This design comes from an exercise in tuning for small area and a short achievable clock period on the open sky130 flow, not from production work.
The RTL was checked by simulation tests, not by an equivalence proof against the original design.
Power is estimated from default activity; no workload was simulated.

==> zinc <==
Design lens_fpu, start of the top module:
module lens_fpu (
    input             clk,
    input             rst,
    input             f_mv,
    input      [3:0]  f_port,
    input      [31:0] f_data,
    output reg [31:0] f_out,
    output reg [4:0]  f_fl,
    output reg        f_done
);
export LEC_CHECK = 0
export ABC_AREA = 1
export CAP_MARGIN = 20
export CORE_MARGIN = 2
export CORE_UTILIZATION = 40
export SLEW_MARGIN = 20
create_clock -name core_clock -period 17.0 [get_ports {clk}]
run.sh (not shown) runs the stock make flow with config.mk's settings and CLKGATE_MAP_FILE= SYNTH_SCRIPT=/design/flow/synth_recipe.tcl, a recipe that flattens the netlist after the stock synthesis.
==> inputs of indigo, as changes to zinc <==
--- a/flow/config.mk
+++ b/flow/config.mk
@@ -9,4 +9,4 @@
 export CAP_MARGIN = 20
 export CORE_MARGIN = 2
-export CORE_UTILIZATION = 40
+export CORE_UTILIZATION = 65
 export SLEW_MARGIN = 20
==> comparison <==
In zinc the clock power is larger than in indigo, by about 14%. In sequential cell count, zinc and indigo do not differ. Utilization: zinc is lower than indigo (26 points). In zinc the routed wire length is larger than in indigo, by about 4.7%. Against indigo, the count of clock-buffer cells in the layout of zinc is higher by 1. Against zinc, the register-to-register slack of indigo is higher by 0.18 ns. Hold slack: zinc is better than indigo (0.0034 ns).
==> figures <==
item                                                                                  zinc                   indigo
Final Core Density                                                                   43.8%                    69.7%
Estimated wirelength of the detail-placed design                                120,000 µm               110,000 µm
Buffers, non-clock                                                                     156                      141
Setup slack of the critical path after layout                                     10.46 ns                 10.64 ns
Cts bufs inserted                                                                       38                       37
Met2 global-route usage                                                              51.1%                    72.8%
Power Sequential                                                                  0.902 mW                 0.907 mW
Maximum number of pins on one net before global-route repair                            81                       83
Run status                                                         complete, no violations  complete, no violations
Std-Cell Core Area                                                              0.0921 mm²               0.0565 mm²
Total area of multi-input combinational cells                                   0.0271 mm²               0.0271 mm²
Area after detailed placement                                                   0.0389 mm²               0.0381 mm²
Met3 demand-to-capacity share in global routing                                      5.64%                    14.3%
Clock group total power                                                           0.931 mW                 0.815 mW
Register-to-register setup slack                                                  10.46 ns                 10.64 ns
Fraction of final layout cells with drive strength greater than 1                    5.78%                    5.27%

========
==> v15 <==
Another version of the RTL of lens_fpu (not shown whole).
Settings: LEC_CHECK=0, CAP_MARGIN=20, CORE_MARGIN=2, CORE_UTILIZATION=40, SLEW_MARGIN=20; clock period 17.0 ns.
==> v24 (differences from v15) <==
--- a/flow/config.mk
+++ b/flow/config.mk
@@ -5,6 +5,7 @@
 export SDC_FILE = /design/flow/constraint.sdc
 export NUM_CORES = 4
 export LEC_CHECK = 0
+export ABC_CLOCK_PERIOD_IN_PS = 4000
 export CAP_MARGIN = 20
 export CORE_MARGIN = 2
 export CORE_UTILIZATION = 40
==> summary of the runs <==
In design area, v24 and v15 do not differ.
v15 completed with no timing, DRC or antenna violations. v24 finished clean.
Combinational power is about the same in v24 and v15.
In die area, v15 and v24 do not differ.
In register-to-register slack, v15 and v24 hardly differ.
Synthesized area is the same in v15 and v24.
In synthesized cell count, v15 and v24 do not differ.
In critical path depth, v15 and v24 do not differ.
In sequential share of layout area, v15 and v24 do not differ.
==> figures <==
Run status: v15 complete, no violations; v24 complete, no violations
Drt first pass iters: v15 9; v24 9
Core footprint: v15 116,000 um2; v24 116,000 um2
Routed wirelength normalized by instance count: v15 26.3 um; v24 26.3 um
Diodes inserted: v15 0; v24 0
Source-to-sink clock delay at the later pin of the worst-skew pair: v15 550 ps; v24 550 ps
GRT Max-Usage Layer: v15 met2; v24 met2
Worst setup margin: v15 7710 ps; v24 7710 ps
Detail Placement HPWL: v15 154,000 um; v24 154,000 um
Area Growth Syn to Fin: v15 3.60%; v24 3.60%
Endpoint of the worst hold-timing path: v15 f_done$_SDFF_PP0_; v24 f_done$_SDFF_PP0_
Iteration-0 DRC Markers: v15 7,985; v24 7,985
Seq cells post-synth: v15 187; v24 187
Post-Route WL: v15 216,000 um; v24 216,000 um
Reg2Reg Launch Point: v15 b[3]$_SDFFE_PP0P_; v24 b[3]$_SDFFE_PP0P_
Clock group share of total power: v15 15.7%; v24 15.7%
Num Clock Sinks: v15 187; v24 187
All-Layer GR Usage: v15 35.0%; v24 35.0%

========
==> branch delta <==
Another version of the RTL of lens_fpu (not shown whole).
Settings: LEC_CHECK=0, ABC_AREA=1, CAP_MARGIN=20, CORE_MARGIN=2, CORE_UTILIZATION=40, SLEW_MARGIN=20; clock period 17.0 ns.
==> inputs of branch umber, as changes to branch delta <==
--- a/flow/design.v
+++ b/flow/design.v
@@ -5,67 +5,86 @@
     input      [3:0]  f_port,
     input      [31:0] f_data,
     output reg [31:0] f_out,
     output reg [4:0]  f_fl,
     output reg        f_done
 );
     reg [31:0] b;
+    reg        bh;                     
     reg [12:0] b_one, b_two, b_neg;    
     reg        v0;
-    reg [3:0]  op0;
+    reg        o_as, o_sub, o_mul, o_eq, o_lt, o_le, o_itof, o_its, o_ftoi;
     reg [31:0] x0;
     reg        x0h;        
     wire trig = f_mv && (f_port == 4'd4 || f_port == 4'd5 || f_port == 4'd6 ||
                          f_port >= 4'd10);
-    wire [25:0] bm_in = {2'b00, f_data[30:23] != 8'd0, f_data[22:0]};
+    reg        st0;
+    wire [25:0] bm_in = {2'b00, x0h, x0[22:0]};
     reg  [12:0] bo_in, bt_in, bn_in;
     integer     bi;
     always @(*) begin
         for (bi = 0; bi < 13; bi = bi + 1) begin
             bo_in[bi] = bm_in[2*bi] ^ ((bi == 0) ? 1'b0 : bm_in[2*bi-1]);
             bt_in[bi] = (bm_in[2*bi+1] & !bm_in[2*bi] & !((bi == 0) ? 1'b0 : bm_in[2*bi-1])) |
                         (!bm_in[2*bi+1] & bm_in[2*bi] & ((bi == 0) ? 1'b0 : bm_in[2*bi-1]));
             bn_in[bi] = bm_in[2*bi+1];
         end
     end
+    reg        rst0;
     always @(posedge clk) begin
-        if (rst) begin
+        rst0 <= rst;
+        if (rst0) begin
             b     <= 32'd0;
+            bh    <= 1'b0;
             b_one <= 13'd0;
             b_two <= 13'd0;
             b_neg <= 13'd0;
-            v0    <= 1'b0;
+        end else if (st0) begin
+            b     <= x0;
+            bh    <= x0h;
+            b_one <= bo_in;
+            b_two <= bt_in;
+            b_neg <= bn_in;
+        end
+    end
+    always @(posedge clk) begin
+        if (rst) begin
+            v0  <= 1'b0;
+            st0 <= 1'b0;
         end else begin
-            if (f_mv && f_port == 4'd0) begin
-                b     <= f_data;
-                b_one <= bo_in;
-                b_two <= bt_in;
-                b_neg <= bn_in;
-            end
-            v0 <= trig;
+            v0  <= trig;
+            st0 <= f_mv && f_port == 4'd0;
         end
-        op0 <= f_port;
+        o_as   <= (f_port == 4'd4) || (f_port == 4'd5);
+        o_sub  <= (f_port == 4'd5);
+        o_mul  <= (f_port == 4'd6);
+        o_eq   <= (f_port == 4'd10);
+        o_lt   <= (f_port == 4'd11);
+        o_le   <= (f_port == 4'd12);
+        o_itof <= (f_port == 4'd13) || (f_port == 4'd14);
+        o_its  <= (f_port == 4'd13);
+        o_ftoi <= (f_port == 4'd15);
         x0  <= f_data;
         x0h <= (f_data[30:23] != 8'd0);
     end
-    wire is_as   = (op0 == 4'd4) || (op0 == 4'd5);
-    wire is_mul  = (op0 == 4'd6);
-    wire is_eq   = (op0 == 4'd10);
-    wire is_lt   = (op0 == 4'd11);
-    wire is_le   = (op0 == 4'd12);
-    wire is_itof = (op0 == 4'd13) || (op0 == 4'd14);
+    wire is_as   = o_as;
+    wire is_mul  = o_mul;
+    wire is_eq   = o_eq;
+    wire is_lt   = o_lt;
+    wire is_le   = o_le;
+    wire is_itof = o_itof;
     wire        xs = x0[31];
     wire [7:0]  xe = x0[30:23];
     wire [22:0] xf = x0[22:0];
     wire        ys = b[31];
-    wire        yse = b[31] ^ (op0 == 4'd5);    
+    wire        yse = b[31] ^ o_sub;    
     wire [7:0]  ye = b[30:23];
     wire [22:0] yf = b[22:0];
     wire xe_z = !x0h;
-    wire ye_z = (ye == 8'd0);
+    wire ye_z = !bh;
     wire xe_f = (xe == 8'hFF);
     wire ye_f = (ye == 8'hFF);
     wire xf_z = (xf == 23'd0);
     wire yf_z = (yf == 23'd0);
     wire x_nan  = xe_f && !xf_z;
     wire y_nan  = ye_f && !yf_z;
     wire x_snan = x_nan && !xf[22];
@@ -81,34 +100,37 @@
     wire [7:0]  xex = {xe[7:1], xe[0] | xe_z};    
     wire [7:0]  yex = {ye[7:1], ye[0] | ye_z};
     wire x_ge  = (x0[30:0] >= b[30:0]);
     wire m_eq  = (x0[30:0] == b[30:0]);
     wire        sub_e = xs ^ yse;
     wire [8:0]  d_xy  = {1'b0, xex} - {1'b0, yex};
     wire [8:0]  d_yx  = {1'b0, yex} - {1'b0, xex};
-    wire [7:0]  ed    = x_ge ? d_xy[7:0] : d_yx[7:0];
+    wire        e_ge  = !d_xy[8];
+    wire        e_eq  = (xex == yex);
+    wire [7:0]  ed    = e_ge ? d_xy[7:0] : d_yx[7:0];
     wire [23:0] lm    = x_ge ? xm : ym;
-    wire [23:0] sm    = x_ge ? ym : xm;
-    wire [7:0]  le    = x_ge ? xex : yex;
+    wire [23:0] sm    = e_ge ? ym : xm;
+    wire [7:0]  le    = e_ge ? xex : yex;
     wire        ls    = x_ge ? xs : yse;
     wire        ed_big = (ed > 8'd26);
     wire [4:0]  eds   = ed[4:0];
     wire [26:0] sm_w  = {sm, 3'b000};
-    wire [26:0] sm_sh = ed_big ? 27'd0 : (sm_w >> eds);
+    wire [26:0] sm_s0 = ed_big ? 27'd0 : (sm_w >> eds);
     wire        a_stk = ed_big ? (sm != 24'd0) : ((sm_w & ~(27'h7FF_FFFF << eds)) != 27'd0);
+    wire [26:0] sm_sh = (e_eq && !x_ge) ? {xm, 3'b000} : sm_s0;
     wire [27:0] al    = {1'b0, lm, 3'b000};
-    wire [27:0] as_   = {1'b0, sm_sh[26:1], sm_sh[0] | a_stk};
+    wire [27:0] as_   = {1'b0, sm_sh[26:1], sm_sh[0] | (a_stk && !e_eq)};
     wire [47:0] pra, prb;
     lens_fpu_mul24 u_mul (.x(xm), .one(b_one), .two(b_two), .neg(b_neg), .ra(pra), .rb(prb));
     wire [8:0]  ez   = {1'b0, xex} + {1'b0, yex};
     wire signed [9:0] eb_mul = $signed({1'b0, ez}) - 10'sd126;
     wire        m_tiny = (eb_mul <= 10'sd0);
     wire signed [9:0] eb_m31 = eb_mul + 10'sd31;
     wire [6:0]  t_mul = eb_m31[9] ? 7'd0 : eb_m31[6:0];
-    wire        i_neg = (op0 == 4'd13) && x0[31];
+    wire        i_neg = o_its && x0[31];
     wire [6:0]  t_fi  = (xe >= 8'd127) ? (xe[6:0] + 7'd2) : 7'd0;     
     wire        fi_ovf = (xe >= 8'd158);
     wire [4:0]  tzx, tzy;
     lens_fpu_tz24 u_tzx (.a(xm), .tz(tzx));
     lens_fpu_tz24 u_tzy (.a(ym), .tz(tzy));
     wire [5:0]  tzs = {1'b0, tzx} + (is_mul ? {1'b0, tzy} : 6'd0);
     wire both_z = x_zero & y_zero;
@@ -173,44 +195,41 @@
             ra_n = {al, 20'd0}; rb_n = {as_ ^ {28{sub_e}}, {20{sub_e}}}; ci_n = sub_e;
             eb_n = {2'b00, le} + 10'd1; s_n = ls; fix_n = 1'b0; int_n = 1'b0;
         end else if (is_itof) begin
             ra_n = {x0 ^ {32{i_neg}}, 16'd0}; rb_n = {31'd0, i_neg, 16'd0};
             eb_n = 10'd158; s_n = i_neg; fix_n = 1'b0; int_n = 1'b0;
         end
     end
-    wire        sen_n  = !fix_n && !eb_n[9] && (eb_n <= 10'd48);
-    wire [9:0]  senp10 = 10'd48 - eb_n;
     reg        v1;
     reg [47:0] r1_a, r1_b;
     reg        r1_ci;
     reg [9:0]  r1_eb;
-    reg        r1_s, r1_fix, r1_int, r1_sen;
+    reg        r1_s, r1_fix, r1_int;
     reg [6:0]  r1_t;
-    reg [5:0]  r1_senp;
     reg [5:0]  r1_tzs;     
     reg [6:0]  r1_sp;      
     always @(posedge clk) begin
         if (rst) v1 <= 1'b0;
         else     v1 <= v0;
         r1_a    <= ra_n;
         r1_b    <= rb_n;
         r1_ci   <= ci_n;
         r1_eb   <= eb_n;
         r1_s    <= s_n;
         r1_fix  <= fix_n;
         r1_int  <= int_n;
         r1_t    <= t_n;
-        r1_sen  <= sen_n;
-        r1_senp <= senp10[5:0];
         r1_tzs  <= tzs;
         r1_sp   <= {sp, sp_nv, sp_s, sp_e, sp_q, sp_m, sp_b0};
     end
     wire [48:0] vc = {r1_a, 1'b1} + {r1_b, r1_ci};
     wire [47:0] v  = vc[48:1];
-    wire [47:0] sen_bit = r1_sen ? (48'd1 << r1_senp) : 48'd0;
+    wire        sen     = !r1_eb[9] && (r1_eb <= 10'd48);
+    wire [9:0]  senp    = 10'd48 - r1_eb;
+    wire [47:0] sen_bit = sen ? (48'd1 << senp[5:0]) : 48'd0;
     wire [63:0] vl = {v | sen_bit, 16'hFFFF};
     reg  [5:0]  lz;
     reg  [31:0] z1v; reg [31:0] z1p;
     reg  [15:0] z2v; reg [31:0] z2p;
     reg  [7:0]  z3v; reg [23:0] z3p;
     reg  [3:0]  z4v; reg [15:0] z4p;
     reg  [1:0]  z5v; reg [9:0]  z5p;
==> flow/flow/run.sh (new file) <==
#!/bin/bash
# The standard layout, with two changes: timing repair aims for setup slack
# of at least SETUP_SLACK_MARGIN ns at the design's clock period, so that
# repair_timing sizes and buffers the longest paths; and the port buffers are
# buf_2 cells; repair may also change a cell's footprint. Make's output goes to flow_make.log (each tool's own log is
# under orfs/logs).
set -euo pipefail
bash standard.sh SETUP_SLACK_MARGIN=12.52 MATCH_CELL_FOOTPRINT=0 "BUFFER_PORTS_ARGS=-buffer_cell sky130_fd_sc_hd__buf_2" finish > flow_make.log 2>&1
==> flow/standard.sh (new file) <==
#!/bin/bash
# synth_recipe.tcl (not shown) runs the flow's synth.tcl, then flattens the netlist and writes it again
# the make line also repeats each setting of config.mk as NAME=value (left out here)
make -C /OpenROAD-flow-scripts/flow DESIGN_CONFIG=/design/flow/config.mk WORK_HOME=/design/flow/orfs CLKGATE_MAP_FILE= SYNTH_SCRIPT=/design/flow/synth_recipe.tcl "${@:-finish}"
- CORE_UTILIZATION: 40 -> 45
removed: flow/run.sh
==> inputs of branch cedar, as changes to branch delta <==
==> flow/flow/run.sh (new file) <==
#!/bin/bash
# The standard layout, with timing repair aiming for setup slack of at least
# SETUP_SLACK_MARGIN ns at the design's clock period, so that repair_timing
# sizes and buffers the longest paths. Make's output goes to flow_make.log.
set -euo pipefail
bash standard.sh SETUP_SLACK_MARGIN=12 finish > flow_make.log 2>&1
==> flow/standard.sh (new file) <==
#!/bin/bash
# synth_recipe.tcl (not shown) runs the flow's synth.tcl, then flattens the netlist and writes it again
# the make line also repeats each setting of config.mk as NAME=value (left out here)
make -C /OpenROAD-flow-scripts/flow DESIGN_CONFIG=/design/flow/config.mk WORK_HOME=/design/flow/orfs CLKGATE_MAP_FILE= SYNTH_SCRIPT=/design/flow/synth_recipe.tcl "${@:-finish}"
removed: flow/run.sh
==> inputs of branch violet, as changes to branch delta <==
--- a/flow/design.v
+++ b/flow/design.v
@@ -5,67 +5,86 @@
     input      [3:0]  f_port,
     input      [31:0] f_data,
     output reg [31:0] f_out,
     output reg [4:0]  f_fl,
     output reg        f_done
 );
     reg [31:0] b;
+    reg        bh;                     
     reg [12:0] b_one, b_two, b_neg;    
     reg        v0;
-    reg [3:0]  op0;
+    reg        o_as, o_sub, o_mul, o_eq, o_lt, o_le, o_itof, o_its, o_ftoi;
     reg [31:0] x0;
     reg        x0h;        
     wire trig = f_mv && (f_port == 4'd4 || f_port == 4'd5 || f_port == 4'd6 ||
                          f_port >= 4'd10);
-    wire [25:0] bm_in = {2'b00, f_data[30:23] != 8'd0, f_data[22:0]};
+    reg        st0;
+    wire [25:0] bm_in = {2'b00, x0h, x0[22:0]};
     reg  [12:0] bo_in, bt_in, bn_in;
     integer     bi;
     always @(*) begin
         for (bi = 0; bi < 13; bi = bi + 1) begin
             bo_in[bi] = bm_in[2*bi] ^ ((bi == 0) ? 1'b0 : bm_in[2*bi-1]);
             bt_in[bi] = (bm_in[2*bi+1] & !bm_in[2*bi] & !((bi == 0) ? 1'b0 : bm_in[2*bi-1])) |
                         (!bm_in[2*bi+1] & bm_in[2*bi] & ((bi == 0) ? 1'b0 : bm_in[2*bi-1]));
             bn_in[bi] = bm_in[2*bi+1];
         end
     end
+    reg        rst0;
     always @(posedge clk) begin
-        if (rst) begin
+        rst0 <= rst;
+        if (rst0) begin
             b     <= 32'd0;
+            bh    <= 1'b0;
             b_one <= 13'd0;
             b_two <= 13'd0;
             b_neg <= 13'd0;
-            v0    <= 1'b0;
+        end else if (st0) begin
+            b     <= x0;
+            bh    <= x0h;
+            b_one <= bo_in;
+            b_two <= bt_in;
+            b_neg <= bn_in;
+        end
+    end
+    always @(posedge clk) begin
+        if (rst) begin
+            v0  <= 1'b0;
+            st0 <= 1'b0;
         end else begin
-            if (f_mv && f_port == 4'd0) begin
-                b     <= f_data;
-                b_one <= bo_in;
-                b_two <= bt_in;
-                b_neg <= bn_in;
-            end
-            v0 <= trig;
+            v0  <= trig;
+            st0 <= f_mv && f_port == 4'd0;
         end
-        op0 <= f_port;
+        o_as   <= (f_port == 4'd4) || (f_port == 4'd5);
+        o_sub  <= (f_port == 4'd5);
+        o_mul  <= (f_port == 4'd6);
+        o_eq   <= (f_port == 4'd10);
+        o_lt   <= (f_port == 4'd11);
+        o_le   <= (f_port == 4'd12);
+        o_itof <= (f_port == 4'd13) || (f_port == 4'd14);
+        o_its  <= (f_port == 4'd13);
+        o_ftoi <= (f_port == 4'd15);
         x0  <= f_data;
         x0h <= (f_data[30:23] != 8'd0);
     end
-    wire is_as   = (op0 == 4'd4) || (op0 == 4'd5);
-    wire is_mul  = (op0 == 4'd6);
-    wire is_eq   = (op0 == 4'd10);
-    wire is_lt   = (op0 == 4'd11);
-    wire is_le   = (op0 == 4'd12);
-    wire is_itof = (op0 == 4'd13) || (op0 == 4'd14);
+    wire is_as   = o_as;
+    wire is_mul  = o_mul;
+    wire is_eq   = o_eq;
+    wire is_lt   = o_lt;
+    wire is_le   = o_le;
+    wire is_itof = o_itof;
     wire        xs = x0[31];
     wire [7:0]  xe = x0[30:23];
     wire [22:0] xf = x0[22:0];
     wire        ys = b[31];
-    wire        yse = b[31] ^ (op0 == 4'd5);    
+    wire        yse = b[31] ^ o_sub;    
     wire [7:0]  ye = b[30:23];
     wire [22:0] yf = b[22:0];
     wire xe_z = !x0h;
-    wire ye_z = (ye == 8'd0);
+    wire ye_z = !bh;
     wire xe_f = (xe == 8'hFF);
     wire ye_f = (ye == 8'hFF);
     wire xf_z = (xf == 23'd0);
     wire yf_z = (yf == 23'd0);
     wire x_nan  = xe_f && !xf_z;
     wire y_nan  = ye_f && !yf_z;
     wire x_snan = x_nan && !xf[22];
@@ -81,34 +100,37 @@
     wire [7:0]  xex = {xe[7:1], xe[0] | xe_z};    
     wire [7:0]  yex = {ye[7:1], ye[0] | ye_z};
     wire x_ge  = (x0[30:0] >= b[30:0]);
     wire m_eq  = (x0[30:0] == b[30:0]);
     wire        sub_e = xs ^ yse;
     wire [8:0]  d_xy  = {1'b0, xex} - {1'b0, yex};
     wire [8:0]  d_yx  = {1'b0, yex} - {1'b0, xex};
-    wire [7:0]  ed    = x_ge ? d_xy[7:0] : d_yx[7:0];
+    wire        e_ge  = !d_xy[8];
+    wire        e_eq  = (xex == yex);
+    wire [7:0]  ed    = e_ge ? d_xy[7:0] : d_yx[7:0];
     wire [23:0] lm    = x_ge ? xm : ym;
-    wire [23:0] sm    = x_ge ? ym : xm;
-    wire [7:0]  le    = x_ge ? xex : yex;
+    wire [23:0] sm    = e_ge ? ym : xm;
+    wire [7:0]  le    = e_ge ? xex : yex;
     wire        ls    = x_ge ? xs : yse;
     wire        ed_big = (ed > 8'd26);
     wire [4:0]  eds   = ed[4:0];
     wire [26:0] sm_w  = {sm, 3'b000};
-    wire [26:0] sm_sh = ed_big ? 27'd0 : (sm_w >> eds);
+    wire [26:0] sm_s0 = ed_big ? 27'd0 : (sm_w >> eds);
     wire        a_stk = ed_big ? (sm != 24'd0) : ((sm_w & ~(27'h7FF_FFFF << eds)) != 27'd0);
+    wire [26:0] sm_sh = (e_eq && !x_ge) ? {xm, 3'b000} : sm_s0;
     wire [27:0] al    = {1'b0, lm, 3'b000};
-    wire [27:0] as_   = {1'b0, sm_sh[26:1], sm_sh[0] | a_stk};
+    wire [27:0] as_   = {1'b0, sm_sh[26:1], sm_sh[0] | (a_stk && !e_eq)};
     wire [47:0] pra, prb;
     lens_fpu_mul24 u_mul (.x(xm), .one(b_one), .two(b_two), .neg(b_neg), .ra(pra), .rb(prb));
     wire [8:0]  ez   = {1'b0, xex} + {1'b0, yex};
     wire signed [9:0] eb_mul = $signed({1'b0, ez}) - 10'sd126;
     wire        m_tiny = (eb_mul <= 10'sd0);
     wire signed [9:0] eb_m31 = eb_mul + 10'sd31;
     wire [6:0]  t_mul = eb_m31[9] ? 7'd0 : eb_m31[6:0];
-    wire        i_neg = (op0 == 4'd13) && x0[31];
+    wire        i_neg = o_its && x0[31];
     wire [6:0]  t_fi  = (xe >= 8'd127) ? (xe[6:0] + 7'd2) : 7'd0;     
     wire        fi_ovf = (xe >= 8'd158);
     wire [4:0]  tzx, tzy;
     lens_fpu_tz24 u_tzx (.a(xm), .tz(tzx));
     lens_fpu_tz24 u_tzy (.a(ym), .tz(tzy));
     wire [5:0]  tzs = {1'b0, tzx} + (is_mul ? {1'b0, tzy} : 6'd0);
     wire both_z = x_zero & y_zero;
@@ -173,44 +195,41 @@
             ra_n = {al, 20'd0}; rb_n = {as_ ^ {28{sub_e}}, {20{sub_e}}}; ci_n = sub_e;
             eb_n = {2'b00, le} + 10'd1; s_n = ls; fix_n = 1'b0; int_n = 1'b0;
         end else if (is_itof) begin
             ra_n = {x0 ^ {32{i_neg}}, 16'd0}; rb_n = {31'd0, i_neg, 16'd0};
             eb_n = 10'd158; s_n = i_neg; fix_n = 1'b0; int_n = 1'b0;
         end
     end
-    wire        sen_n  = !fix_n && !eb_n[9] && (eb_n <= 10'd48);
-    wire [9:0]  senp10 = 10'd48 - eb_n;
     reg        v1;
     reg [47:0] r1_a, r1_b;
     reg        r1_ci;
     reg [9:0]  r1_eb;
-    reg        r1_s, r1_fix, r1_int, r1_sen;
+    reg        r1_s, r1_fix, r1_int;
     reg [6:0]  r1_t;
-    reg [5:0]  r1_senp;
     reg [5:0]  r1_tzs;     
     reg [6:0]  r1_sp;      
     always @(posedge clk) begin
         if (rst) v1 <= 1'b0;
         else     v1 <= v0;
         r1_a    <= ra_n;
         r1_b    <= rb_n;
         r1_ci   <= ci_n;
         r1_eb   <= eb_n;
         r1_s    <= s_n;
         r1_fix  <= fix_n;
         r1_int  <= int_n;
         r1_t    <= t_n;
-        r1_sen  <= sen_n;
-        r1_senp <= senp10[5:0];
         r1_tzs  <= tzs;
         r1_sp   <= {sp, sp_nv, sp_s, sp_e, sp_q, sp_m, sp_b0};
     end
     wire [48:0] vc = {r1_a, 1'b1} + {r1_b, r1_ci};
     wire [47:0] v  = vc[48:1];
-    wire [47:0] sen_bit = r1_sen ? (48'd1 << r1_senp) : 48'd0;
+    wire        sen     = !r1_eb[9] && (r1_eb <= 10'd48);
+    wire [9:0]  senp    = 10'd48 - r1_eb;
+    wire [47:0] sen_bit = sen ? (48'd1 << senp[5:0]) : 48'd0;
     wire [63:0] vl = {v | sen_bit, 16'hFFFF};
     reg  [5:0]  lz;
     reg  [31:0] z1v; reg [31:0] z1p;
     reg  [15:0] z2v; reg [31:0] z2p;
     reg  [7:0]  z3v; reg [23:0] z3p;
     reg  [3:0]  z4v; reg [15:0] z4p;
     reg  [1:0]  z5v; reg [9:0]  z5p;
==> flow/flow/run.sh (new file) <==
#!/bin/bash
# The standard layout, with two changes: timing repair aims for setup slack
# of at least SETUP_SLACK_MARGIN ns at the design's clock period, so that
# repair_timing sizes and buffers the longest paths; and the port buffers are
# buf_2 cells; repair may also change a cell's footprint. Make's output goes to flow_make.log (each tool's own log is
# under orfs/logs).
set -euo pipefail
bash standard.sh SETUP_SLACK_MARGIN=12.6 MATCH_CELL_FOOTPRINT=0 "BUFFER_PORTS_ARGS=-buffer_cell sky130_fd_sc_hd__buf_2" finish > flow_make.log 2>&1
==> flow/standard.sh (new file) <==
#!/bin/bash
# synth_recipe.tcl (not shown) runs the flow's synth.tcl, then flattens the netlist and writes it again
# the make line also repeats each setting of config.mk as NAME=value (left out here)
make -C /OpenROAD-flow-scripts/flow DESIGN_CONFIG=/design/flow/config.mk WORK_HOME=/design/flow/orfs CLKGATE_MAP_FILE= SYNTH_SCRIPT=/design/flow/synth_recipe.tcl "${@:-finish}"
removed: flow/run.sh
==> metrics.md <==
| Metric | Value |
|---|---|
| CTS Buf Count | 44 |
| Status | no timing/DRC/antenna violations |
| Post-Syn Instances | 5706 |
| Top cell type's share of synthesized area | 0.1815 |
| Setup bufs post-CTS | 19 |
| Gr usage total | 0.3345 |
| Total power | 3.188 mW |
| DP Worst Slack | 11.28 ns |
The numbers above come from branch violet.

==> metrics.md <==
| Metric | Value |
|---|---|
| Vias per inst | 5.809 |
| Setup bufs post-CTS | 0 |
| Worst-skew pair later-pin latency | 0.62 ns |
| CTS Buf Count | 42 |
| Sw Ratio | 0.4424 |
| Gr usage total | 0.3170 |
| Status | no timing/DRC/antenna violations |
| DP Worst Slack | 10.87 ns |
| Total power | 3.563 mW |
The numbers above come from branch delta.

==> metrics.md <==
| Metric | Value |
|---|---|
| Total power | 3.575 mW |
| DP Worst Slack | 10.87 ns |
| Status | no timing/DRC/antenna violations |
| CTS Buf Count | 42 |
| Top cell type's share of synthesized area | 0.1781 |
| Seq cells post-synth | 349 |
| Post-Syn Instances | 5791 |
| Io pins | 77 |
| Setup bufs post-CTS | 0 |
| GRT met2 Usage | 0.5092 |
| Gr usage total | 0.3171 |
The numbers above come from branch cedar.

==> metrics.md <==
| Metric | Value |
|---|---|
| Clock network area share | 0.03713 |
| Largest net degree at the start of global routing | 72 |
| Gr usage total | 0.3780 |
| Total power | 3.216 mW |
| DP Worst Slack | 10.77 ns |
| Synth Net Count | 6173 |
| Status | no timing/DRC/antenna violations |
| Post-Syn Instances | 5706 |
The numbers above come from branch umber.

what the ideal ports hide:
In the flow no input, the clock included, has a driving cell. The finished layouts below were timed again as built, in two steps.
Step 1 assumes that a clkbuf_16 drives the clock port and a buf_2 every other input.
Step 2, shift: input delay + t, output delay - t, t = (earliest + latest rising clock arrival at the registers) / 2. This alone moves slack from input paths to output paths.
Three values: ideal, step 1, step 2; two values: the first two.
run | shift t [ns] | slack for setup (ns) | worst register clock-pin slew, ns | cell pins on the clock port's net
zinc | 0.669 | 10.456 / 10.456 / 10.456 | 0.07 / 0.07 | 1
indigo | 0.631 | 10.636 / 10.636 / 10.636 | 0.07 / 0.07 | 1
v15 | 0.611 | 7.709 / 7.709 / 7.709 | 0.10 / 0.10 | 1
v24 | 0.611 | 7.709 / 7.709 / 7.709 | 0.10 / 0.10 | 1
branch delta | 0.671 | 11.216 / 11.216 / 10.840 | 0.10 / 0.10 | 1
branch umber | 0.676 | 12.528 / 12.489 / 12.528 | 0.08 / 0.08 | 1
branch cedar | 0.671 | 12.039 / 12.039 / 11.483 | 0.10 / 0.10 | 1
branch violet | 0.690 | 12.522 / 12.451 / 12.638 | 0.07 / 0.07 | 1
After both steps setup and hold are still met in every run listed. For branch cedar, which loses most, drivers alone change the setup slack by 0.000 ns; drivers and shift together by -0.556 ns.
